Source: an optimization exercise on an open RTL-to-GDS flow (aim: small area). Production flows keep margins and buffers that such runs may drop.
The RTL was checked by simulation tests, not by an equivalence proof against the original design.

===== config.mk =====
export PLATFORM = sky130hd
export DESIGN_NAME = graft_core
export DESIGN_NICKNAME = graft_core
export VERILOG_FILES = /design/flow/design.v
export SDC_FILE = /design/flow/constraint.sdc
export NUM_CORES = 8
export LEC_CHECK = 0
export CAP_MARGIN = 20
export CORE_MARGIN = 2
export CORE_UTILIZATION = 40
export GPL_ROUTABILITY_DRIVEN = 1
export PLACE_DENSITY_LB_ADDON = 0.1
export SLEW_MARGIN = 20

===== constraint.sdc =====
create_clock -name core_clock -period 9.0 [get_ports {clk}]
set_input_delay 1.8000 -clock core_clock [delete_from_list [all_inputs] [get_ports {clk}]]
set_output_delay 1.8000 -clock core_clock [all_outputs]
set_load 0.01 [all_outputs]

===== design.v =====
module aes_sbox (
    input  wire [7:0] a,
    output wire [7:0] y
);
  wire U0=a[7],U1=a[6],U2=a[5],U3=a[4],U4=a[3],U5=a[2],U6=a[1],U7=a[0];
  wire T1=U0^U3, T2=U0^U5, T3=U0^U6, T4=U3^U5, T5=U4^U6, T6=T1^T5, T7=U1^U2, T8=U7^T6;
  wire T9=U7^T7, T10=T6^T7, T11=U1^U5, T12=U2^U5, T13=T3^T4, T14=T6^T11, T15=T5^T11;
  wire T16=T5^T12, T17=T9^T16, T18=U3^U7, T19=T7^T18, T20=T1^T19, T21=U6^U7, T22=T7^T21;
  wire T23=T2^T22, T24=T2^T10, T25=T20^T17, T26=T3^T16, T27=T1^T12;
  wire M1=T13&T6, M2=T23&T8, M3=T14^M1, M4=T19&U7, M5=M4^M1, M6=T3&T16, M7=T22&T9;
  wire M8=T26^M6, M9=T20&T17, M10=M9^M6, M11=T1&T15, M12=T4&T27, M13=M12^M11;
  wire M14=T2&T10, M15=M14^M11, M16=M3^M2, M17=M5^T24, M18=M8^M7, M19=M10^M15;
  wire M20=M16^M13, M21=M17^M15, M22=M18^M13, M23=M19^T25, M24=M22^M23, M25=M22&M20;
  wire M26=M21^M25, M27=M20^M21, M28=M23^M25, M29=M28&M27, M30=M26&M24, M31=M20&M23;
  wire M32=M27&M31, M33=M27^M25, M34=M21&M22, M35=M24&M34, M36=M24^M25, M37=M21^M29;
  wire M38=M32^M33, M39=M23^M30, M40=M35^M36, M41=M38^M40, M42=M37^M39, M43=M37^M38;
  wire M44=M39^M40, M45=M42^M41, M46=M44&T6, M47=M40&T8, M48=M39&U7, M49=M43&T16;
  wire M50=M38&T9, M51=M37&T17, M52=M42&T15, M53=M45&T27, M54=M41&T10, M55=M44&T13;
  wire M56=M40&T23, M57=M39&T19, M58=M43&T3, M59=M38&T22, M60=M37&T20, M61=M42&T1;
  wire M62=M45&T4, M63=M41&T2;
  wire L0=M61^M62, L1=M50^M56, L2=M46^M48, L3=M47^M55, L4=M54^M58, L5=M49^M61;
  wire L6=M62^L5, L7=M46^L3, L8=M51^M59, L9=M52^M53, L10=M53^L4, L11=M60^L2;
  wire L12=M48^M51, L13=M50^L0, L14=M52^M61, L15=M55^L1, L16=M56^L0, L17=M57^L1;
  wire L18=M58^L8, L19=M63^L4, L20=L0^L1, L21=L1^L7, L22=L3^L12, L23=L18^L2;
  wire L24=L15^L9, L25=L6^L10, L26=L7^L9, L27=L8^L10, L28=L11^L14, L29=L11^L17;
  assign y[7]=L6^L24; assign y[6]=~(L16^L26); assign y[5]=~(L19^L28); assign y[4]=L6^L21;
  assign y[3]=L20^L22; assign y[2]=L25^L29; assign y[1]=~(L13^L27); assign y[0]=~(L6^L23);
endmodule
module graft_core (
    input  wire         clk,
    input  wire         rst,             
    input  wire         start,           
    input  wire         op,              
    input  wire         erase,           
    input  wire [255:0] root_key,
    input  wire         root_256,        
    input  wire [7:0]   kind,
    input  wire [63:0]  eui,
    input  wire [7:0]   epoch_rec,       
    input  wire [1:0]   epoch_sc,        
    input  wire         epoch_resolve,   
    output wire         busy,
    output wire         done,
    output wire         nokey,
    output wire [127:0] key_out
);
  function [7:0] xtime;
    input [7:0] b;
    xtime = {b[6:0], 1'b0} ^ (b[7] ? 8'h1b : 8'h00);
  endfunction
  function [31:0] mix_column;
    input [31:0] col;
    reg [7:0] a0, a1, a2, a3;
    begin
      a0 = col[31:24];
      a1 = col[23:16];
      a2 = col[15:8];
      a3 = col[7:0];
      mix_column = {xtime(a0) ^ xtime(a1) ^ a1 ^ a2 ^ a3,
                    a0 ^ xtime(a1) ^ xtime(a2) ^ a2 ^ a3,
                    a0 ^ a1 ^ xtime(a2) ^ xtime(a3) ^ a3,
                    xtime(a0) ^ a0 ^ a1 ^ a2 ^ xtime(a3)};
    end
  endfunction
  reg         busy_r;
  reg         done_r;
  reg         op_r;
  reg         nokey_pend;   
  reg         k1_valid;
  reg         klen;         
  reg [2:0]   ph;           
  reg [4:0]   rd;           
  reg [39:0]  row0;         
  reg [31:0]  row1;
  reg [31:0]  row2;
  reg [31:0]  row3;
  reg [319:0] kreg;         
  reg [127:0] k1;
  assign busy  = busy_r;
  assign done  = done_r;
  assign nokey = nokey_pend;
  wire [4:0] rd0    = klen ? 5'd0 : 5'd4;      
  wire       in_aes = busy_r && rd >= rd0 && rd <= 5'd14;
  wire       ccyc   = in_aes && ph != 3'd0;    
  wire       first  = rd == rd0;               
  wire       last   = rd == 5'd14;             
  wire       portw  = klen ? (rd <= 5'd1) : (rd == 5'd4);
  wire [31:0] kw0 = kreg[31:0];
  wire [31:0] kw5 = kreg[191:160];
  wire [31:0] kw8 = kreg[287:256];
  wire [31:0] kw9 = kreg[319:288];      
  wire        rot    = !klen || !rd[0];
  wire [31:0] sub_in = rot ? {kw8[23:0], kw8[31:24]} : kw8;
  wire [3:0] ridx = klen ? {1'b0, rd[4:1]} : rd[3:0] - 4'd4;
  reg  [7:0] rcon;
  always @(*) begin
    case (ridx)
      4'd1:    rcon = 8'h01;
      4'd2:    rcon = 8'h02;
      4'd3:    rcon = 8'h04;
      4'd4:    rcon = 8'h08;
      4'd5:    rcon = 8'h10;
      4'd6:    rcon = 8'h20;
      4'd7:    rcon = 8'h40;
      4'd8:    rcon = 8'h80;
      4'd9:    rcon = 8'h1b;
      4'd10:   rcon = 8'h36;
      default: rcon = 8'h00;
    endcase
  end
  wire [2:0]  psel  = {klen & rd[0], ph[1:0]};
  wire [31:0] pword = root_key[255 - 32*psel -: 32];
  wire [31:0] diag = {row0[7:0], row1[7:0], row2[7:0], row3[7:0]};
  wire [31:0] sb_in = (ph == 3'd0) ? sub_in : diag;
  wire [31:0] sb_out;
  genvar gi;
  generate
    for (gi = 0; gi < 4; gi = gi + 1) begin : g_sbox
      aes_sbox u_sbox (.a(sb_in[8*gi +: 8]), .y(sb_out[8*gi +: 8]));
    end
  endgenerate
  wire [31:0] kf    = (ph == 3'd0) ? (sb_out ^ {rot ? rcon : 8'h00, 24'd0}) : kw9;
  wire [31:0] khead = klen ? kw0 : kw5;
  wire [31:0] kin   = portw ? pword : (khead ^ kf);
  wire [31:0] pre = first ? diag : last ? sb_out : mix_column(sb_out);
  wire [31:0] col = (pre ^ kw9) & {32{!nokey_pend}};
  wire [1:0] ep_d    = epoch_sc - epoch_rec[1:0];
  wire [7:0] ep_full = !epoch_resolve ? epoch_rec :
                       (ep_d == 2'd3) ? epoch_rec - 8'd1 :
                                        epoch_rec + {6'd0, ep_d};
  wire [127:0] msg  = {8'h01, 8'h59, 8'h4c, kind, 8'h00, eui, ep_full, 8'h00, 8'h80};
  wire [127:0] init = op ? (msg ^ k1) : 128'd0;
  function [7:0] bsel;
    input [127:0] x;
    input integer c;
    input integer r;
    bsel = x[127 - 8*(4*c + r) -: 8];
  endfunction
  wire [39:0] init0 = {bsel(init, 3, 0), bsel(init, 2, 0), bsel(init, 1, 0), bsel(init, 0, 0), 8'd0};
  wire [31:0] init1 = {bsel(init, 2, 1), bsel(init, 1, 1), bsel(init, 0, 1), bsel(init, 3, 1)};
  wire [31:0] init2 = {bsel(init, 1, 2), bsel(init, 0, 2), bsel(init, 3, 2), bsel(init, 2, 2)};
  wire [31:0] init3 = {bsel(init, 0, 3), bsel(init, 3, 3), bsel(init, 2, 3), bsel(init, 1, 3)};
  wire [127:0] res = {row0[15:8],  row1[7:0],   row2[7:0],   row3[7:0],
                      row0[23:16], row1[15:8],  row2[15:8],  row3[15:8],
                      row0[31:24], row1[23:16], row2[23:16], row3[23:16],
                      row0[39:32], row1[31:24], row2[31:24], row3[31:24]};
  wire [127:0] dbl_res = {res[126:0], 1'b0} ^ (res[127] ? 128'h87 : 128'h0);
  assign key_out = {row0[7:0],   row1[31:24], row2[23:16], row3[15:8],
                    row0[15:8],  row1[7:0],   row2[31:24], row3[23:16],
                    row0[23:16], row1[15:8],  row2[7:0],   row3[31:24],
                    row0[31:24], row1[23:16], row2[15:8],  row3[7:0]};
  always @(posedge clk) begin
    kreg <= {kin, kreg[319:32]};
    if (start && !busy_r) begin
      row0 <= init0;
      row1 <= init1;
      row2 <= init2;
      row3 <= init3;
    end else if (ccyc) begin
      row0 <= {col[31:24], row0[39:8]};
      row1 <= {col[23:16], row1[31:8]};
      row2 <= {col[15:8],  row2[31:8]};
      row3 <= {col[7:0],   row3[31:8]};
    end else begin
      row0 <= {row0[7:0],  row0[39:8]};
      row1 <= {row1[7:0],  row1[31:8]};
      row2 <= {row2[15:0], row2[31:16]};
      row3 <= {row3[23:0], row3[31:24]};
    end
  end
  wire finish = busy_r && rd == 5'd19 && ph == 3'd0;
  always @(posedge clk) begin
    if (busy_r) begin
      ph <= (ph == 3'd4) ? 3'd0 : ph + 3'd1;
      rd <= rd + {4'd0, ph == 3'd4};
    end else begin
      ph <= 3'd0;
      rd <= 5'd0;
    end
    if (start && !busy_r) begin
      op_r       <= op;
      klen       <= root_256;
      nokey_pend <= op && !k1_valid;
    end
    if (finish && !op_r)
      k1 <= dbl_res;
    if (rst || erase) begin
      busy_r   <= 1'b0;
      done_r   <= 1'b0;
      k1_valid <= 1'b0;
    end else begin
      done_r <= finish;
      if (start && !busy_r)
        busy_r <= 1'b1;
      else if (finish) begin
        busy_r <= 1'b0;
        if (!op_r)
          k1_valid <= 1'b1;
      end
    end
  end
endmodule

===== flow/run.sh =====
#!/bin/bash
# Layout flow: the standard ORFS flow (standard.sh) with two changes:
#  - synthesis maps logic with an area-oriented ABC script (flow/abc_area.script)
#    instead of ORFS's delay-oriented one; everything else in the synthesis
#    script (synth_recipe.tcl, hence the registers) is unchanged;
#  - every input and output port still gets a buffer, a buf_1 instead of the
#    clkdlybuf4s50_1 that buffer_ports picks by default.
# Each tool writes its full log under orfs/logs/ (ORFS), and this script's
# own output goes to flow_run.log.
set -euo pipefail
W=$(pwd)
exec > >(tee -a "$W/flow_run.log") 2>&1

{
  echo 'proc abc {args} {'
  echo '  set i [lsearch -exact $args -script]'
  echo "  if {\$i >= 0} { lset args [expr {\$i + 1}] $W/flow/abc_area.script }"
  echo '  yosys abc {*}$args'
  echo '}'
  cat "$W/synth_recipe.tcl"
} > "$W/synth_area.tcl"

sed -e "s#SYNTH_SCRIPT=[^ ]*#SYNTH_SCRIPT=$W/synth_area.tcl BUFFER_PORTS_ARGS='-buffer_cell sky130_fd_sc_hd__buf_1' CTS_ARGS='-sink_clustering_enable -repair_clock_nets -dont_use_dummy_load -sink_clustering_size 16 -sink_clustering_max_diameter 50 -buf_list {sky130_fd_sc_hd__clkbuf_4 sky130_fd_sc_hd__clkbuf_8}'#" \
    "$W/standard.sh" > "$W/standard_area.sh"
grep -n 'make ' "$W/standard_area.sh"
bash "$W/standard_area.sh" > "$W/standard_area.log" 2>&1
echo "flow done"

===== flow/abc_area.script =====
strash
dch -f
amap

===== standard.sh =====
#!/bin/bash
# synth_recipe.tcl (not shown) runs the flow's synth.tcl, then flattens the netlist and writes it again
# the make line also repeats each setting of config.mk as NAME=value (left out here)
make -C /OpenROAD-flow-scripts/flow DESIGN_CONFIG=/design/flow/config.mk WORK_HOME=/design/flow/orfs CLKGATE_MAP_FILE= SYNTH_SCRIPT=/design/flow/synth_recipe.tcl "${@:-finish}"

==> results of run 1 <==
-- Yosys cell counts, types with 30 or more instances --
library cell	count	area [um2]
nand2_1	236	885.9
edfxtp_1	131	3934
a31oi_1	40	250.2
nor2_1	479	1798
clkinv_1	249	934.7
buf_4	117	878.3
o221a_1	32	360.4
o21ai_0	248	1241
o221ai_1	30	262.8
o22ai_1	370	2315
a211oi_1	45	337.8
nor2b_1	34	212.7
dfxtp_1	467	9349
a21oi_1	290	1451
o32ai_1	52	455.4
a22oi_1	67	503.0
-- layer usage --
metal / GRT usage / up-vias / share of wire
met1: 0.4204 / 12020 / 0.45
li1: - / 12200 / -
met2: 0.4695 / 1002 / 0.45
met5: 0 / - / 0.00011
met3: 0.04501 / 200 / 0.070
met4: 0.09107 / 2 / 0.034
-- registers in the layout (all words and copies together), names as in the netlist, 3 cells and up --
| name | count |
|---|---|
| row1 | 32 |
| row0 | 40 |
| k1 | 128 |
| row3 | 32 |
| ph | 3 |
| rd | 5 |
| row2 | 32 |
| kreg | 320 |
-- cell families (layout without fill, tap and decap cells) --
family / count (synthesis) / count (layout)
AOI/OAI and AO/OA: 1233 / 1233
xor gates and xnor gates: 28 / 28
adders and majority gates: 29 / 29
buffers and inverters: 366 / 909
DFF: 598 / 598
other: 0 / 5
and+or+nand+nor: 781 / 781
-- area by class of cell --
type	count	area, um2
antenna	5	12.51
clock buffer	58	798.3
fill	6513	34360
inverter	249	1008
multi-input combinational	2071	12300
sequential	598	13290
tap	864	1081
timing repair buffer	600	2768
timing repair inverter	2	20.02
-- metrics by stage --
stage,worst slack (ns),setup TNS [ns]
floorplan,-0.1030,-0.6043
global placement,-0.3240,-0.8756
detailed placement,-0.5122,-2.171
CTS,0.01525,0
global route,-0.1189,-0.6540
finish,0.5929,0
-- cell usage in the layout, fill, tap and decap left out, drive strengths merged, types with 2 or more instances in the layout --
| cell type | count |
|---|---|
| a211oi | 45 |
| dfxtp | 467 |
| nor4 | 3 |
| o221a | 32 |
| xnor2 | 20 |
| ha | 28 |
| o21bai | 7 |
| and2 | 5 |
| a22oi | 67 |
| a21oi | 290 |
| inv | 22 |
| clkinv | 225 |
| nor3b | 2 |
| nand2b | 2 |
| edfxtp | 131 |
| o21a | 2 |
| nand2 | 236 |
| o31ai | 3 |
| o21ai | 248 |
| or2 | 6 |
| clkbuf | 59 |
| a21o | 7 |
| nor2 | 479 |
| buf | 599 |
| a32o | 19 |
| nor3 | 6 |
| a221oi | 7 |
| o221ai | 30 |
| xor2 | 8 |
| nand3 | 7 |
| nor2b | 34 |
| clkinvlp | 4 |
| o22a | 12 |
| o22ai | 370 |
| a31oi | 40 |
| o32ai | 52 |
| diode | 5 |
-- worst paths after layout --
| kind | start | end | slack (ns) | depth (start not counted) |
|---|---|---|---|---|
| worst max-delay path | ph[0] | row3[28] | 0.59 | 46 |
| worst min-delay path | kreg[195] | kreg[163] | 0.28 | 0 |
| worst max register to register | ph[0] | row3[28] | 0.59 | 46 |
| worst min register to register | kreg[195] | kreg[163] | 0.28 | 0 |
-- what timing repair did --
item	in CTS	in global routing
pin swaps	1	5
gates resized for setup	9	175
endpoints found under the setup margin	9	32
hold endpoints to repair	0	0
buffers inserted	2	10
gates cloned	1	1
==> summary.txt, run 1 <==
* I/O pin cnt at 476
* Syn-to-layout area delta at 18.06%
* Min cycle time layout at ~8.4 ns
* Gpl congestion at slightly above 1
* Register area share after synthesis at 0.5014
* Mean post-synth cell area at roughly 8.7 um2
* H-tree Lvls at 2
* Hold slack at between 0.2 and 0.3 ns
* Netlist cell types at 37
* CTS buffer count at between 50 and 60
* Yosys reg bits at ~600
* Post-Synth XOR/XNOR Area at 0.009258
* First-pass iteration count of the detailed router at 6
* Hold_buf cts at 0
* Initial antenna violation count at 6
* Critical Path End Type: register
* Clk root buf: clkbuf_8
* Vias in the first global route at around 24,000
* Worst-margin pin slew at 1.087 ns
* Status: timing/DRC/antenna clean
* Post-synthesis mux area share at 0
* DRC violations left at 0
* Largest family of logic cells by synthesized area: compound AO/OA/AOI/OAI gates
* Worst-path fanout max at 14
* Max-cap violations at 0
* Final core utilization at 0.4765
* Cell family with most CP delay: compound AO/OA/AOI/OAI gates
* Worst slew margin at 0.2754
* Worst setup SP type: register
* Compound-Gate Fraction of Synth Area at 0.2905
* First-pass GRT wire length at 152,100 um
* Initial Util at 0.4036
* Die Height at 261.3 um
* Simple-Gate Fraction of Synth Area at 0.1164
* Slowest CP cell: a211oi_2
* Fmax at approximately 120 MHz
* Final setup viols at 0
* WL per Instance at approximately 24 um
* Final Non-Filler Cells at 4,447
* Synth Warn # at 1
* Period utilization at 0.9341
* Detailed-route vias per instance at between 5 and 6
* Final instance area at 31,270 um2
* Post-Place Cells at roughly 4,400
* Synth Area in Adders at 0.01398
* Largest net degree at the start of global routing at 87
* Critical path data arrival time at about 9 ns
* Final Hold Vio Count at 0
* Rows at 94
* Total number of vias at about 25,000
* Crit path largest cell delay at 0.41 ns
* CTS tree: done
* Worst-Skew Late Latency at between 0.6 and 0.7 ns
* Gate count of the mapped netlist at 3,035
* Final wirelength at about 110,000 um
* Drt initial violations at around 2,400
* Crit path kind: reg2reg
* Die width at 261.3 um
* Post-Syn Nets at between 3,000 and 4,000
* Total Routing Usage GR at 0.2975
* Core area at 65,630 um2
* Detailed Place HPWL at around 80,000 um
* Nets@finish at just under 4,000
* Critical path required time at 9.55 ns
* Asr flop ratio synth at 0
* EDFF count, synth at 131
* Slew Limit Fails at 0
* Area of placed instances at a little under 30,000 um2
* Clock skew at 0.08590 ns
* Final ANT Viol Nets at 0
* Worst-path clk slew at ~0.090 ns
* Mapped Area at 26,490 um2
* Ys flop type: dfxtp_1
* IO buf count at 475
* Total Die Area at about 70,000 um2
* Max Root-Sink Buffers at 3
* Crit-path most repeated cell: nor2_1
* Layout cells sized above 1 at 0.1026
* GR Overflow Total at 0
* Worst Hold Class: reg2reg
* Clock sinks at approximately 600
* CP Buf/Inv Count at 10
==> run 2: changes to the inputs <==
--- a/design.v
+++ b/design.v
@@ -49,18 +49,4 @@
     xtime = {b[6:0], 1'b0} ^ (b[7] ? 8'h1b : 8'h00);
   endfunction
-  function [31:0] mix_column;
-    input [31:0] col;
-    reg [7:0] a0, a1, a2, a3;
-    begin
-      a0 = col[31:24];
-      a1 = col[23:16];
-      a2 = col[15:8];
-      a3 = col[7:0];
-      mix_column = {xtime(a0) ^ xtime(a1) ^ a1 ^ a2 ^ a3,
-                    a0 ^ xtime(a1) ^ xtime(a2) ^ a2 ^ a3,
-                    a0 ^ a1 ^ xtime(a2) ^ xtime(a3) ^ a3,
-                    xtime(a0) ^ a0 ^ a1 ^ a2 ^ xtime(a3)};
-    end
-  endfunction
   reg         busy_r;
   reg         done_r;
@@ -86,4 +72,5 @@
   wire       last   = rd == 5'd14;             
   wire       portw  = klen ? (rd <= 5'd1) : (rd == 5'd4);
+  wire       finish = busy_r && rd == 5'd19 && ph == 3'd0;   
   wire [31:0] kw0 = kreg[31:0];
   wire [31:0] kw5 = kreg[191:160];
@@ -110,5 +97,9 @@
   end
   wire [2:0]  psel  = {klen & rd[0], ph[1:0]};
-  wire [31:0] pword = root_key[255 - 32*psel -: 32];
+  wire [7:0]  psel1 = portw ? 8'd1 << psel : 8'd0;
+  wire [31:0] pword = ({32{psel1[0]}} & root_key[255:224]) | ({32{psel1[1]}} & root_key[223:192]) |
+                      ({32{psel1[2]}} & root_key[191:160]) | ({32{psel1[3]}} & root_key[159:128]) |
+                      ({32{psel1[4]}} & root_key[127:96])  | ({32{psel1[5]}} & root_key[95:64]) |
+                      ({32{psel1[6]}} & root_key[63:32])   | ({32{psel1[7]}} & root_key[31:0]);
   wire [31:0] diag = {row0[7:0], row1[7:0], row2[7:0], row3[7:0]};
   wire [31:0] sb_in = (ph == 3'd0) ? sub_in : diag;
@@ -122,7 +113,11 @@
   wire [31:0] kf    = (ph == 3'd0) ? (sb_out ^ {rot ? rcon : 8'h00, 24'd0}) : kw9;
   wire [31:0] khead = klen ? kw0 : kw5;
-  wire [31:0] kin   = portw ? pword : (khead ^ kf);
-  wire [31:0] pre = first ? diag : last ? sb_out : mix_column(sb_out);
-  wire [31:0] col = (pre ^ kw9) & {32{!nokey_pend}};
+  wire [31:0] kin   = pword | ((khead ^ kf) & {32{!portw}});
+  wire [7:0] a0 = sb_out[31:24], a1 = sb_out[23:16], a2 = sb_out[15:8], a3 = sb_out[7:0];
+  wire [7:0] p01 = a0 ^ a1, p12 = a1 ^ a2, p23 = a2 ^ a3, p30 = a3 ^ a0;
+  wire [7:0] tt = p01 ^ p23;
+  wire [31:0] u = {tt ^ xtime(p01), tt ^ xtime(p12), tt ^ xtime(p23), tt ^ xtime(p30)};
+  wire [31:0] pre = first ? diag : sb_out ^ (u & {32{!last}});
+  wire [31:0] col = pre ^ kw9;
   wire [1:0] ep_d    = epoch_sc - epoch_rec[1:0];
   wire [7:0] ep_full = !epoch_resolve ? epoch_rec :
@@ -130,5 +125,5 @@
                                         epoch_rec + {6'd0, ep_d};
   wire [127:0] msg  = {8'h01, 8'h59, 8'h4c, kind, 8'h00, eui, ep_full, 8'h00, 8'h80};
-  wire [127:0] init = op ? (msg ^ k1) : 128'd0;
+  wire [127:0] init = (op && !busy_r) ? (msg ^ k1) : 128'd0;
   function [7:0] bsel;
     input [127:0] x;
@@ -152,5 +147,5 @@
   always @(posedge clk) begin
     kreg <= {kin, kreg[319:32]};
-    if (start && !busy_r) begin
+    if ((start && !busy_r) || (finish && nokey_pend)) begin
       row0 <= init0;
       row1 <= init1;
@@ -169,5 +164,4 @@
     end
   end
-  wire finish = busy_r && rd == 5'd19 && ph == 3'd0;
   always @(posedge clk) begin
     if (busy_r) begin
--- a/flow/run.sh
+++ b/flow/run.sh
@@ -5,5 +5,7 @@
 #    script (synth_recipe.tcl, hence the registers) is unchanged;
 #  - every input and output port still gets a buffer, a buf_1 instead of the
-#    clkdlybuf4s50_1 that buffer_ports picks by default.
+#    clkdlybuf4s50_1 that buffer_ports picks by default;
+#  - clock tree synthesis clusters up to 20 flip-flops (60 um across) per
+#    clkbuf_8 and inserts no dummy loads.
 # Each tool writes its full log under orfs/logs/ (ORFS), and this script's
 # own output goes to flow_run.log.
@@ -21,5 +23,5 @@
 } > "$W/synth_area.tcl"
 
-sed -e "s#SYNTH_SCRIPT=[^ ]*#SYNTH_SCRIPT=$W/synth_area.tcl BUFFER_PORTS_ARGS='-buffer_cell sky130_fd_sc_hd__buf_1' CTS_ARGS='-sink_clustering_enable -repair_clock_nets -dont_use_dummy_load -sink_clustering_size 16 -sink_clustering_max_diameter 50 -buf_list {sky130_fd_sc_hd__clkbuf_4 sky130_fd_sc_hd__clkbuf_8}'#" \
+sed -e "s#SYNTH_SCRIPT=[^ ]*#SYNTH_SCRIPT=$W/synth_area.tcl BUFFER_PORTS_ARGS='-buffer_cell sky130_fd_sc_hd__buf_1' CTS_ARGS='-sink_clustering_enable -repair_clock_nets -dont_use_dummy_load -sink_clustering_size 20 -sink_clustering_max_diameter 60 -buf_list {sky130_fd_sc_hd__clkbuf_8}'#" \
     "$W/standard.sh" > "$W/standard_area.sh"
 grep -n 'make ' "$W/standard_area.sh"
--- a/config.mk
+++ b/config.mk
@@ -10,4 +10,5 @@
 export CORE_UTILIZATION = 40
 export GPL_ROUTABILITY_DRIVEN = 1
+export GPL_TIMING_DRIVEN = 0
 export PLACE_DENSITY_LB_ADDON = 0.1
 export SLEW_MARGIN = 20
==> summary.txt, run 2 <==
* Status: timing/DRC/antenna clean
* First-pass iteration count of the detailed router at 8
* Worst-path clk slew at ~0.1 ns
* Worst-path fanout max at 43
* Yosys reg bits at approximately 600
* Setup ws final at between 0.3 and 0.4 ns
* Biggest regs: kreg: 320 flops, k1: 128 flops, row0: 40 flops
* Gpl congestion at between 0.9 and 1
* Hold Path Depth at 0
* Ys flop type: dfxtp_1
* FF+latch area at 13,280 um2
* HP Start: kreg[251]
* Worst Hold Class: reg2reg
* Clk root buf: clkbuf_8
* Post-Place Cells at between 4,000 and 5,000
* Fmax at between 100 and 150 MHz
* Largest net degree at the start of global routing at 94
* Vias in the first global route at 22,950
* Worst-margin pin slew at a little under 0.9 ns
* GR Overflow Total at 0
* First-pass GRT wire length at approximately 140,000 um
* Max Root-Sink Buffers at 3
* Die width at between 200 and 300 um
* DRC violations left at 0
* Final Non-Filler Cells at approximately 4,400
* Synth top area share at 0.3655
* I/O pin cnt at around 480
* Detailed Place HPWL at roughly 69,000 um
* WL met1 at 43,210 um
* Number of diodes at 0
* RSZ-0062 raised after global routing: yes
* Mean post-synth cell area at 8.943 um2
* Drt initial violations at between 2,000 and 2,500
* Slowest CP cell: edfxtp_1
* IO buf count at between 400 and 500
* Critical Path Start: klen
* Final Hold Vio Count at 0
* CTS tree: done
* Final wirelength at 95,580 um
* Final ANT Viol Nets at 0
* Initial Util at 0.4047
* Largest register FFs at 320
* R2R Path Start: klen
* Post-placement setup slack at -3.412 ns
* Mapped Area at 25,580 um2
* Met3 WL at around 6000 um
* Layout cells sized above 1 at 0.2033
* Min cycle time layout at roughly 8.6 ns
* Initial antenna violation count at 3
* Crit path largest cell delay at ~0.46 ns
* Detailed-route vias per instance at between 5 and 6
* Worst setup SP type: register
* Worst R2R Path Depth at 50
* Critical path required time at 9.54 ns
* Clock skew at between 0.07 and 0.08 ns
* Final setup viols at 0
* Synth area leader: dfxtp_1
* Synth Warn # at 1
* Commonest non-fill, non-tap cell in the layout: buf_1
* Asr flop ratio synth at 0
* Most flops, register: kreg
* Max-cap violations at 0
* Fillers at ~5,900
* EDFF count, synth at around 130
* Top Metal Used: met5
* Syn-to-layout area delta at 29.01%
* Critical path data arrival time at just over 9 ns
* Rows at 92
* Period utilization at 0.9563
* Crit-path most repeated cell: o22ai_4
* Total number of vias at 24,290
* H-tree Lvls at 2
* Gate count of the mapped netlist at 2,860
* WL per Instance at 21.86 um
* Most frequent cells in the layout: 475 x buf_1, 466 x dfxtp_1, 321 x nor2_1
* Core area at between 60,000 and 70,000 um2
* Die Height at 256.9 um
* Hold_buf cts at 0
* Area of placed instances at 29,110 um2
* Top cells by area, synth: dfxtp_1 37%, edfxtp_1 15%, o22ai_1 8.7%, nor2_1 5.1%, o21ai_0 5.0%
* Final instance area at approximately 33,000 um2
* Multi-input logic area at ~13,000 um2
* Nets@finish at about 4,000
* Worst slew margin at 0.4104
* Top-count cell post-synth: dfxtp_1
* Crit path kind: reg2reg
* Register area share after synthesis at 0.5193
* Slew Limit Fails at 0
* Clock sinks at roughly 600
* Total Routing Usage GR at 0.2727
* CTS buffer count at 45
* Netlist cell types at 43
* List of most frequent post-synthesis cells: 467 x dfxtp_1, 356 x o22ai_1, 349 x nor2_1
* Met2 wire length at 43,240 um
* Critical Path End Type: register
* Post-Syn Nets at about 3,200
* Worst-Skew Late Latency at 0.67 ns
* Total Die Area at 65,980 um2
==> run 2: worst max-delay path, delay by kind of cell, from the launching register on <==
family,cells,cell delay (ns)
buffers and inverters,15,2.21
adder cells (fa/ha/maj),1,0.29
flip-flops,1,0.46
AO/OA/AOI/OAI,23,4.06
AND/OR/NAND/NOR,11,1.36
==> run 2: final timing paths <==
path | to | slack, ns
worst min-delay path | kreg[219] | 0.29
worst min register to register | kreg[219] | 0.29
worst max register to register | row3[26] | 0.39
worst max-delay path | row3[26] | 0.39
==> run 2: cell type report <==
| type | count | area share |
|---|---|---|
| well taps | 846 | 0.03208 |
| repair buffers | 616 | 0.09578 |
| repair inverters | 3 | 0.001365 |
| clock buffers | 45 | 0.01877 |
| flip-flops and latches | 598 | 0.4026 |
| inverters | 253 | 0.03329 |
| plain buffers | 117 | 0.02662 |
| multi-input cells | 1895 | 0.3895 |
==> run 2: cell families after synthesis <==
kind of cell,after synthesis,synth area share
AOI/OAI and AO/OA,1123,0.2748
xor gates and xnor gates,9,0.003082
adders and majority gates,31,0.01546
buffers and inverters,370,0.07147
DFF,598,0.5193
and+or+nand+nor,729,0.1158
==> run 2: per-stage QoR <==
| stage | util | hold WS (ns) | TNS, ns |
|---|---|---|---|
| after detailed placement | 0.4606 | 0.3121 | -124.69 |
| after CTS | 0.5004 | 0.2887 | -0.05180 |
| after global routing | 0.5221 | 0.2819 | -1.077 |
| after floorplan | - | 0.3096 | -44.28 |
| after global placement | 0.4526 | 0.3097 | -1473.27 |
| final | 0.5221 | 0.2905 | 0 |
==> run 2: layer usage <==
metal / up-vias / global-route usage
met3: 176 / 0.04442
li1: 11780 / -
met5: - / 0
met2: 912 / 0.4325
met1: 11420 / 0.3821
met4: 6 / 0.08172
==> run 2: what timing repair did <==
action	4_1_cts	5_1_grt
hold endpoints to repair	0	0
buffers inserted	49	59
gates resized for setup	322	234
pin swaps	22	29
setup endpoints to repair	64	32
cloned	6	4
==> run 3: changes to the inputs <==
--- a/config.mk
+++ b/config.mk
@@ -10,5 +10,4 @@
 export CORE_UTILIZATION = 40
 export GPL_ROUTABILITY_DRIVEN = 1
-export GPL_TIMING_DRIVEN = 0
 export PLACE_DENSITY_LB_ADDON = 0.1
 export SLEW_MARGIN = 20
==> summary.txt, run 3 <==
* Drt initial violations at approximately 2,000
* Total Routing Usage GR at 0.2745
* Post-Syn Nets at 3,236
* Crit-path most repeated cell: clkinv_1
* Commonest non-fill, non-tap cell in the layout: buf_1
* CTS tree: done
* Slew Limit Fails at 0
* Syn-to-layout area delta at 19.44%
* Mapped Area at around 26,000 um2
* WL per Instance at 22.19 um
* Mean post-synth cell area at approximately 8.9 um2
* Worst R2R Path Depth at 46
* Max Root-Sink Buffers at 3
* Fillers at roughly 6,200
* Period utilization at 0.9381
* Core area at 63,200 um2
* Worst-margin pin slew at approximately 1.1 ns
* Largest register FFs at 320
* Final Hold Vio Count at 0
* Final wirelength at 95,070 um
* Largest net degree at the start of global routing at 130
* Clk root buf: clkbuf_8
* Nets@finish at about 3,800
* H-tree Lvls at 2
* Setup TNS at 0 ns
* Max-cap violations at 0
* Most flops, register: kreg
* Total Die Area at 65,980 um2
* GR Overflow Total at 0
* First-pass GRT wire length at about 140,000 um
* Die width at roughly 260 um
* Min cycle time layout at between 8 and 9 ns
* Top cells by area, synth: dfxtp_1 37%, edfxtp_1 15%, o22ai_1 8.7%, nor2_1 5.1%, o21ai_0 5.0%
* List of most frequent post-synthesis cells: 467 x dfxtp_1, 356 x o22ai_1, 349 x nor2_1
* Netlist cell types at 43
* Vias in the first global route at 22,510
* R2R Path Start: ph[0]
* Crit path kind: reg2reg
* Critical path data arrival time at 8.90 ns
* Critical path required time at 9.46 ns
* Initial antenna violation count at 3
* Synth Warn # at 1
* Post-placement setup slack at -0.1625 ns
* Fmax at 118.4 MHz
* Hold slack at ~0.28 ns
* Worst Setup EP: row2[26]
* Yosys reg bits at 598
* Synth area leader: dfxtp_1
* Status: timing/DRC/antenna clean
* Critical Path Start: ph[0]
* RSZ-0062 raised after global routing: yes
* Detailed-route vias per instance at between 5 and 6
* Biggest regs: kreg: 320 flops, k1: 128 flops, row0: 40 flops
* Layout cells sized above 1 at 0.1184
* Worst-path clk slew at ~0.11 ns
* Synth top area share at 0.3655
* Clock skew at between 0.1 and 0.15 ns
* Total number of vias at around 24,000
* Gpl congestion at 0.9489
* Register area share after synthesis at 0.5193
* CTS buffer count at between 40 and 50
* Cell family with most CP delay: compound AO/OA/AOI/OAI gates
* Final ANT Viol Nets at 0
* First-pass iteration count of the detailed router at 6
* Worst Hold Class: reg2reg
* Most frequent cells in the layout: 475 x buf_1, 467 x dfxtp_1, 341 x nor2_1
* Levels on crit path at 46
* Slowest CP cell: dfxtp_1
* Crit path largest cell delay at ~0.38 ns
* Reg-to-Reg End: row2[26]
* Worst reg2reg setup slack at 0.56 ns
* Critical Path End Type: register
* Worst slew margin at 0.2834
* Setup ws final at 0.5568 ns
* DRC violations left at 0
* EDFF count, synth at 131
* Final setup viols at 0
* Asr flop ratio synth at 0
* Rows at 92
* CP Buf/Inv Count at 13
* Top-count cell post-synth: dfxtp_1
* Die Height at between 200 and 300 um
* Detailed Place HPWL at just over 70,000 um
* Worst-Skew Late Latency at approximately 0.67 ns
* Worst setup SP type: register
* Clock sinks at between 500 and 600
* Initial Util at 0.4047
* Final core utilization at 0.4834
* Ys flop type: dfxtp_1
* IO buf count at between 400 and 500
* Gate count of the mapped netlist at approximately 2,900
* I/O pin cnt at ~480
* Worst-path fanout max at 22
[run 3: cell counts after synthesis]
Identical to the previous run, type by type.
[run 3: repair_timing]
action,CTS,global route
cloned,0,1
pin swaps,0,9
buffers inserted,0,14
hold buffers,0,0
resized for setup,8,196
endpoints found under the setup margin,9,32
[run 3: worst min path at each step]
| stage | startpoint | to | slack, ns | depth (start not counted) |
|---|---|---|---|---|
| 2_1_floorplan | kreg[32] | kreg[0] | 0.31 | 0 |
| 3_3_place_gp | kreg[223] | kreg[191] | 0.31 | 0 |
| 3_5_place_dp | kreg[89] | kreg[57] | 0.31 | 0 |
| 4_1_cts | kreg[247] | kreg[215] | 0.29 | 0 |
| 5_1_grt | kreg[59] | kreg[27] | 0.29 | 0 |
| 6_report | kreg[247] | kreg[215] | 0.28 | 0 |
[run 3: cell families (layout without fill, tap and decap cells)]
family,after synthesis,in the layout,share of synthesized area
flops,598,598,0.5193
xor+xnor,9,9,0.003082
simple gates,729,729,0.1158
fa+ha+maj,31,31,0.01546
buf+inv,370,948,0.07147
other cells,0,1,0
compound gates,1123,1123,0.2748
[run 3: worst reg2reg max path: cells and delay by family, from the launching register on]
kind	cells	cell delay [ns]
AOI/OAI and AO/OA	21	4.23
buffers and inverters	13	2.21
and+or+nand+nor	10	0.99
adders and majority gates	2	0.50
DFF	1	0.38
[run 3: layout make-up]
type | count | area [um2] | area share
diodes | 1 | 2.502 | 0.00008191
clock buffers | 47 | 646.9 | 0.02117
inverters | 253 | 975.9 | 0.03195
multi-input cells | 1892 | 11430 | 0.3740
flip-flops and latches | 598 | 13280 | 0.4348
well taps | 846 | 1059 | 0.03465
repair buffers | 648 | 3157 | 0.1033
[run 3: per-stage QoR]
step | std cells | cell area, um2
after floorplan | 2860 | 25760
after global placement | 4221 | 29010
after detailed placement | 4221 | 29010
after CTS | 4268 | 29690
after global routing | 4284 | 30550
final | 4285 | 30550
[run 3: metal layers]
metal / part of all wire / GRT usage
met1: 0.47 / 0.3999
met2: 0.44 / 0.4288
met3: 0.067 / 0.03960
met4: 0.023 / 0.06605
met5: 0.00028 / 0
==> run 4: changes to the inputs <==
--- a/config.mk
+++ b/config.mk
@@ -6,8 +6,8 @@
 export NUM_CORES = 8
 export LEC_CHECK = 0
-export CAP_MARGIN = 20
+export CAP_MARGIN = 0
 export CORE_MARGIN = 2
 export CORE_UTILIZATION = 40
 export GPL_ROUTABILITY_DRIVEN = 1
 export PLACE_DENSITY_LB_ADDON = 0.1
-export SLEW_MARGIN = 20
+export SLEW_MARGIN = 0
==> summary.txt, run 4 <==
* CTS buffer count at 47
* Layout cells sized above 1 at 0.1181
* Top-count cell post-synth: dfxtp_1
* Synth top area share at 0.3655
* Worst-path fanout max at 22
* FF+latch area at 13,280 um2
* Most flops, register: kreg
* Total Die Area at roughly 66,000 um2
* Gpl congestion at 0.9489
* First-pass iteration count of the detailed router at 7
* RSZ-0062 raised after global routing: yes
* Initial Util at 0.4047
* Clk root buf: clkbuf_8
* Final Hold Vio Count at 0
* Largest net degree at the start of global routing at between 100 and 150
* Simple-Gate Fraction of Synth Area at 0.1158
* Worst slew margin at 0.2776
* Critical Path End Type: register
* WL per Instance at around 22 um
* Worst setup SP type: register
* Min cycle time layout at 8.422 ns
* Area of placed instances at 29,010 um2
* Detailed Place HPWL at between 70,000 and 80,000 um
* Commonest non-fill, non-tap cell in the layout: buf_1
* Crit path kind: reg2reg
* Gate count of the mapped netlist at about 2,900
* Syn-to-layout area delta at 19.39%
* Yosys reg bits at 598
* Fillers at 6,186
* Detailed-route vias per instance at between 5 and 6
* Crit path largest cell delay at roughly 0.38 ns
* Worst Hold Class: reg2reg
* Rows at 92
* Worst reg2reg setup slack at 0.58 ns
* Drt initial violations at approximately 2,000
* Most frequent cells in the layout: 475 x buf_1, 467 x dfxtp_1, 341 x nor2_1
* Mean post-synth cell area at slightly below 9 um2
* EDFF count, synth at 131
* Register area share after synthesis at 0.5193
* Final ANT Viol Nets at 0
* Crit-path most repeated cell: clkinv_1
* Die Height at 256.9 um
* Setup TNS at 0 ns
* Clock skew at 0.1033 ns
* Final wirelength at 95,130 um
* DRC violations left at 0
* Netlist cell types at 43
* Max-cap violations at 0
* Largest register FFs at 320
* I/O pin cnt at between 400 and 500
* Ys flop type: dfxtp_1
* Initial antenna violation count at 3
* Synth Area in Adders at 0.01546
* Synth Warn # at 1
* Total Routing Usage GR at 0.2745
* Post-Syn Nets at 3,236
* Final instance area at slightly above 30,000 um2
* Vias in the first global route at 22,510
* Worst-margin pin slew at about 1.1 ns
* CTS tree: done
* Hold_buf cts at 0
* First-pass GRT wire length at 139,400 um
* Fmax at around 120 MHz
* GR Overflow Total at 0
* Synth area leader: dfxtp_1
* Period utilization at 0.9357
* Biggest regs: kreg: 320 flops, k1: 128 flops, row0: 40 flops
* Status: timing/DRC/antenna clean
* Largest family of logic cells by synthesized area: compound AO/OA/AOI/OAI gates
* Max Root-Sink Buffers at 3
* Final setup viols at 0
* Mapped Area at between 20,000 and 30,000 um2
* Post-Synth XOR/XNOR Area at 0.003082
* Top cells by area, synth: dfxtp_1 37%, edfxtp_1 15%, o22ai_1 8.7%, nor2_1 5.1%, o21ai_0 5.0%
* Die width at approximately 260 um
* Critical path data arrival time at roughly 9 ns
* Core area at 63,200 um2
* Worst-path clk slew at approximately 0.11 ns
* Clock sinks at ~600
* Total number of vias at about 24,000
* Nets@finish at about 3,800
* Slew Limit Fails at 0
* H-tree Lvls at 2
* Post-synthesis mux area share at 0
* Asr flop ratio synth at 0
* Slowest CP cell: dfxtp_1
* Critical path required time at 9.60 ns
* List of most frequent post-synthesis cells: 467 x dfxtp_1, 356 x o22ai_1, 349 x nor2_1
* Worst-Skew Late Latency at ~0.68 ns
* Multi-input logic area at about 11,000 um2
* Compound-Gate Fraction of Synth Area at 0.2748
* IO buf count at 475
==> run 4: layer usage <==
layer / up-vias / part of all wire / GRT usage
met2: 1013 / 0.44 / 0.4288
li1: 11570 / - / -
met1: 11220 / 0.47 / 0.3999
met5: - / 0.00028 / 0
met4: 4 / 0.023 / 0.06605
met3: 127 / 0.068 / 0.03960
==> run 4: stage by stage <==
step	hold WS (ns)	util	cells	setup slack (ns)
6_report	0.2857	0.4832	4285	0.5785
5_1_grt	0.2857	0.4831	4283	-0.1224
4_1_cts	0.2887	0.4698	4268	0.02360
3_5_place_dp	0.3121	0.4590	4221	-0.1625
3_3_place_gp	0.3101	0.4590	4221	0.08444
2_1_floorplan	0.3096	-	2860	-0.6371
==> run 4: what timing repair did <==
action,4_1_cts,5_1_grt
pin swaps,0,9
buffers inserted,0,14
gates resized for setup,8,196
setup endpoints to repair,9,32
cloned,0,1
==> run 4: area by class of cell <==
cell class	instances	area share
Clock buffer	47	0.02118
Antenna cell	2	0.0001639
Tap cell	846	0.03466
Timing Repair Buffer	647	0.1029
Multi-Input combinational cell	1892	0.3742
Sequential cell	598	0.4350
Inverter	253	0.03196
==> run 4: cell families (layout without fill, tap and decap cells) <==
kind of cell | Yosys count | after routing
AO/OA/AOI/OAI | 1123 | 1123
adder cells (fa/ha/maj) | 31 | 31
other | 0 | 2
buffers and inverters | 370 | 947
AND/OR/NAND/NOR | 729 | 729
XOR/XNOR | 9 | 9
flip-flops | 598 | 598
==> run 4: critical path: cells and delay by family, from the launching register on <==
kind	cells	cell delay, ns
compound gates	21	4.41
buf+inv	13	2.23
simple gates	9	0.91
fa+ha+maj	2	0.50
flops	1	0.38
==> run 4: final timing paths <==
kind	to	from	cells after the start
max	row1[31]	ph[0]	45
min	kreg[215]	kreg[247]	0
max reg2reg	row1[31]	ph[0]	45
min reg2reg	kreg[215]	kreg[247]	0
==> run 5: changes to the inputs <==
--- a/design.v
+++ b/design.v
@@ -62,5 +62,6 @@
   reg [31:0]  row3;
   reg [319:0] kreg;         
-  reg [127:0] k1;
+  reg [127:0] k1r;          
+  reg [1:0]   kph;          
   assign busy  = busy_r;
   assign done  = done_r;
@@ -114,9 +115,18 @@
   wire [31:0] khead = klen ? kw0 : kw5;
   wire [31:0] kin   = pword | ((khead ^ kf) & {32{!portw}});
+  wire        lwr  = busy_r && !op_r && last && ph != 3'd0;    
+  wire [1:0]  kk   = ph[1:0] - 2'd1;                            
+  wire [1:0]  ks   = kk - kph;
+  wire [31:0] lw_k = k1r[32*ks +: 32];                          
+  wire [1:0]  ks1  = ks + 2'd1;
+  wire        ln31 = k1r[32*ks1 + 31];                          
+  wire        l3   = kk == 2'd3;
+  wire [31:0] k1d  = {lw_k[30:0], ln31} ^ {24'd0, l3 & ln31, 4'd0, l3 & ln31, l3 & ln31, 1'b0};
+  wire [31:0] k1w  = k1d & {32{op_r}};
   wire [7:0] a0 = sb_out[31:24], a1 = sb_out[23:16], a2 = sb_out[15:8], a3 = sb_out[7:0];
   wire [7:0] p01 = a0 ^ a1, p12 = a1 ^ a2, p23 = a2 ^ a3, p30 = a3 ^ a0;
   wire [7:0] tt = p01 ^ p23;
   wire [31:0] u = {tt ^ xtime(p01), tt ^ xtime(p12), tt ^ xtime(p23), tt ^ xtime(p30)};
-  wire [31:0] pre = first ? diag : sb_out ^ (u & {32{!last}});
+  wire [31:0] pre = first ? diag ^ k1w : sb_out ^ (u & {32{!last}});
   wire [31:0] col = pre ^ kw9;
   wire [1:0] ep_d    = epoch_sc - epoch_rec[1:0];
@@ -125,5 +135,5 @@
                                         epoch_rec + {6'd0, ep_d};
   wire [127:0] msg  = {8'h01, 8'h59, 8'h4c, kind, 8'h00, eui, ep_full, 8'h00, 8'h80};
-  wire [127:0] init = (op && !busy_r) ? (msg ^ k1) : 128'd0;
+  wire [127:0] init = (op && !busy_r) ? msg : 128'd0;
   function [7:0] bsel;
     input [127:0] x;
@@ -136,9 +146,4 @@
   wire [31:0] init2 = {bsel(init, 1, 2), bsel(init, 0, 2), bsel(init, 3, 2), bsel(init, 2, 2)};
   wire [31:0] init3 = {bsel(init, 0, 3), bsel(init, 3, 3), bsel(init, 2, 3), bsel(init, 1, 3)};
-  wire [127:0] res = {row0[15:8],  row1[7:0],   row2[7:0],   row3[7:0],
-                      row0[23:16], row1[15:8],  row2[15:8],  row3[15:8],
-                      row0[31:24], row1[23:16], row2[23:16], row3[23:16],
-                      row0[39:32], row1[31:24], row2[31:24], row3[31:24]};
-  wire [127:0] dbl_res = {res[126:0], 1'b0} ^ (res[127] ? 128'h87 : 128'h0);
   assign key_out = {row0[7:0],   row1[31:24], row2[23:16], row3[15:8],
                     row0[15:8],  row1[7:0],   row2[31:24], row3[23:16],
@@ -177,6 +182,6 @@
       nokey_pend <= op && !k1_valid;
     end
-    if (finish && !op_r)
-      k1 <= dbl_res;
+    k1r <= {lwr ? col : k1r[31:0], k1r[127:32]};
+    kph <= (lwr && ph == 3'd1) ? 2'd1 : kph + 2'd1;
     if (rst || erase) begin
       busy_r   <= 1'b0;
--- a/config.mk
+++ b/config.mk
@@ -6,8 +6,8 @@
 export NUM_CORES = 8
 export LEC_CHECK = 0
-export CAP_MARGIN = 0
+export CAP_MARGIN = 20
 export CORE_MARGIN = 2
 export CORE_UTILIZATION = 40
 export GPL_ROUTABILITY_DRIVEN = 1
 export PLACE_DENSITY_LB_ADDON = 0.1
-export SLEW_MARGIN = 0
+export SLEW_MARGIN = 20
==> summary.txt, run 5 <==
* Status: timing/DRC/antenna clean
* Top cells by area, synth: dfxtp_1 49%, o22ai_1 7.2%, nor2_1 5.2%, o21ai_0 5.1%, a21oi_1 4.5%
* GR met2 Demand/Resource at 0.4581
* Post-Syn Nets at about 3,300
* Initial Util at 0.4067
* Die width at between 200 and 300 um
* Initial antenna violation count at 3
* Worst R2R Path Depth at 44
* Clock skew at approximately 0.074 ns
* First-pass iteration count of the detailed router at 6
* Clk root buf: clkbuf_8
* Gpl congestion at a little under 1
* Total Routing Usage GR at 0.2910
* Met3 usage at 0.03800
* Period utilization at 0.9361
* Reg-to-Reg End: row3[26]
* Busiest layer in global routing: met2
* Min cycle time layout at about 8.4 ns
* Total Die Area at 63,590 um2
* R2R Path Start: rd[0]
* Drt initial violations at roughly 2,000
* Setup TNS at 0 ns
* Worst Hold Class: reg2reg
* Register area share after synthesis at 0.4888
* Worst-Skew Late Latency at around 0.67 ns
* Yosys reg bits at 600
* Slew Limit Fails at 0
* Crit-path most repeated cell: clkinv_1
* Crit path kind: reg2reg
* Core area at 60,580 um2
* DRC violations left at 0
* CTS buffer count at between 40 and 50
* Synth area leader: dfxtp_1
* Max Root-Sink Buffers at 3
* Fmax at ~120 MHz
* Synth Warn # at 1
* Hold_buf cts at 0
* Final Hold Vio Count at 0
* Total number of vias at ~24,000
* Largest net degree at the start of global routing at 77
* Worst setup SP type: register
* Layout cells sized above 1 at 0.1235
* Detailed-route vias per instance at 5.643
* H-tree Lvls at 2
* Critical Path End Type: register
* Nets@finish at around 3,900
* IO buf count at 475
* Critical path data arrival time at between 8 and 9 ns
* Worst-path fanout max at 21
* Most frequent cells in the layout: 596 x dfxtp_1, 475 x buf_1, 335 x nor2_1
* Vias in the first global route at 22,570
* Worst-path clk slew at between 0.1 and 0.15 ns
* Final wirelength at 96,780 um
* Worst-margin pin slew at approximately 0.94 ns
* Syn-to-layout area delta at 23.00%
* GR Overflow Total at 0
* Mapped Area at 24,640 um2
* Final ANT Viol Nets at 0
* Synth top area share at 0.4851
* Worst slew margin at 0.3537
* Netlist cell types at a little under 50
* Max-cap violations at 0
* CTS tree: done
* Clock sinks at 600
* First-pass GRT wire length at between 100,000 and 150,000 um
* Top-count cell post-synth: dfxtp_1
* M1 GR Usage at 0.4157
* WHS Endpoint: kreg[206]
* Critical path required time at 9.51 ns
* Crit path largest cell delay at between 0.4 and 0.5 ns
* Final core utilization at 0.5002
* Detailed Place HPWL at between 70,000 and 80,000 um
* Gate count of the mapped netlist at approximately 2,900
* Rows at 90
* Final Non-Filler Cells at approximately 4,300
* Mean post-synth cell area at 8.578 um2
* Ys flop type: dfxtp_1
* Die Height at roughly 250 um
* Hold Path Depth at 0
* Largest register FFs at 320
* List of most frequent post-synthesis cells: 597 x dfxtp_1, 344 x nor2_1, 287 x nand2_1
* Post-Place Cells at roughly 4,300
* Biggest regs: kreg: 320 flops, k1r: 128 flops, row0: 40 flops
* Most flops, register: kreg
* Asr flop ratio synth at 0
* HP Start: kreg[238]
* WL per Instance at around 22 um
* Worst reg2reg setup slack at ~0.57 ns
* Commonest non-fill, non-tap cell in the layout: dfxtp_1
* Final setup viols at 0
* Slowest CP cell: dfxtp_1
* I/O pin cnt at 476
* EDFF count, synth at 3
## run 5: cell types whose count changed after synthesis, sizes merged, moves of 18 or more
cell	previous run	this run
buf	117	32
a22oi	82	55
o22ai	356	284
o221ai	12	41
nor2b	39	76
dfxtp	467	597
edfxtp	131	3
xnor2	4	22
a22o	33	91
## run 5: per-layer routing
metal	up-vias	share of wire
met1	11470	0.47
met5	-	0
met2	964	0.44
met3	128	0.065
li1	11840	-
met4	0	0.026
## run 5: worst max path at each step
| stage | from | slack (ns) | cells past startpoint | to |
|---|---|---|---|---|
| global placement | ph[0] | -0.27 | 48 | row0[34] |
| CTS | ph[0] | -0.005 | 48 | row0[34] |
| floorplan | klen | -0.06 | 47 | row3[26] |
| global route | ph[1] | -0.14 | 45 | row1[31] |
| detailed placement | ph[0] | -0.37 | 48 | row0[34] |
| finish | rd[0] | 0.57 | 44 | row3[26] |
## run 5: kinds of logic (layout without fill, tap and decap cells)
| group | after synthesis | after routing | synth area share |
|---|---|---|---|
| xor+xnor | 34 | 34 | 0.01209 |
| flops | 600 | 600 | 0.4888 |
| buf+inv | 296 | 963 | 0.04997 |
| fa+ha+maj | 33 | 33 | 0.01706 |
| other cells | 0 | 2 | 0 |
| compound gates | 1135 | 1135 | 0.2999 |
| simple gates | 774 | 774 | 0.1322 |
## run 5: layout make-up
class / instances / area [um2]
fill: 5934 / 30280
tap: 782 / 978.4
sequential: 600 / 12040
antenna: 2 / 5.005
multi-input combinational: 1976 / 12450
timing repair buffer: 655 / 3214
clock buffer: 44 / 605.6
inverter: 264 / 1011
## run 5: stage by stage
stage	area, um2	worst slack (ns)	hold WS [ns]
3_3_place_gp	28820	-0.2687	0.3095
6_report	30300	0.5747	0.2802
3_5_place_dp	28820	-0.3686	0.3121
4_1_cts	29480	-0.005351	0.2783
5_1_grt	30300	-0.1402	0.2766
2_1_floorplan	24950	-0.05842	0.3096
## run 5: worst max-delay path: cells and delay by family, from the launching register on
kind | cells | cell delay (ns)
xor gates and xnor gates | 2 | 0.50
and+or+nand+nor | 10 | 1.35
AOI/OAI and AO/OA | 19 | 3.89
DFF | 1 | 0.43
adders and majority gates | 1 | 0.31
buffers and inverters | 12 | 1.84
## run 5: repair_timing
item / CTS / global route
resized for setup: 13 / 180
setup endpoints to repair: 21 / 64
cloned: 0 / 1
pin swaps: 0 / 16
setup buffers: 0 / 16

==> re-timing with driven ports <==
How much do the figures lean on ideal ports? The routed layouts below were timed once more, with nothing changed but the port constraints. Step 1, drivers: a clkbuf_16 drives clk and a buf_2 each remaining input, both assumed. Step 2, shift: input delay + t, output delay - t, t = (earliest + latest rising clock arrival at the registers) / 2. This alone moves slack from input paths to output paths. Slacks: ideal ports / drivers / drivers and shift; pairs: ideal ports / drivers.
| run | t, ns | setup WS [ns] | slew at the worst register clock pin (ns) |
|---|---|---|---|
| run 1 | 0.714 | 0.593 / 0.593 / 0.593 | 0.10 / 0.10 |
| run 2 | 0.697 | 0.394 / 0.394 / 0.394 | 0.12 / 0.12 |
| run 3 | 0.683 | 0.557 / 0.557 / 0.557 | 0.12 / 0.12 |
| run 4 | 0.689 | 0.578 / 0.578 / 0.578 | 0.12 / 0.12 |
| run 5 | 0.695 | 0.575 / 0.575 / 0.575 | 0.12 / 0.12 |
After both steps setup and hold are still met in every run listed.
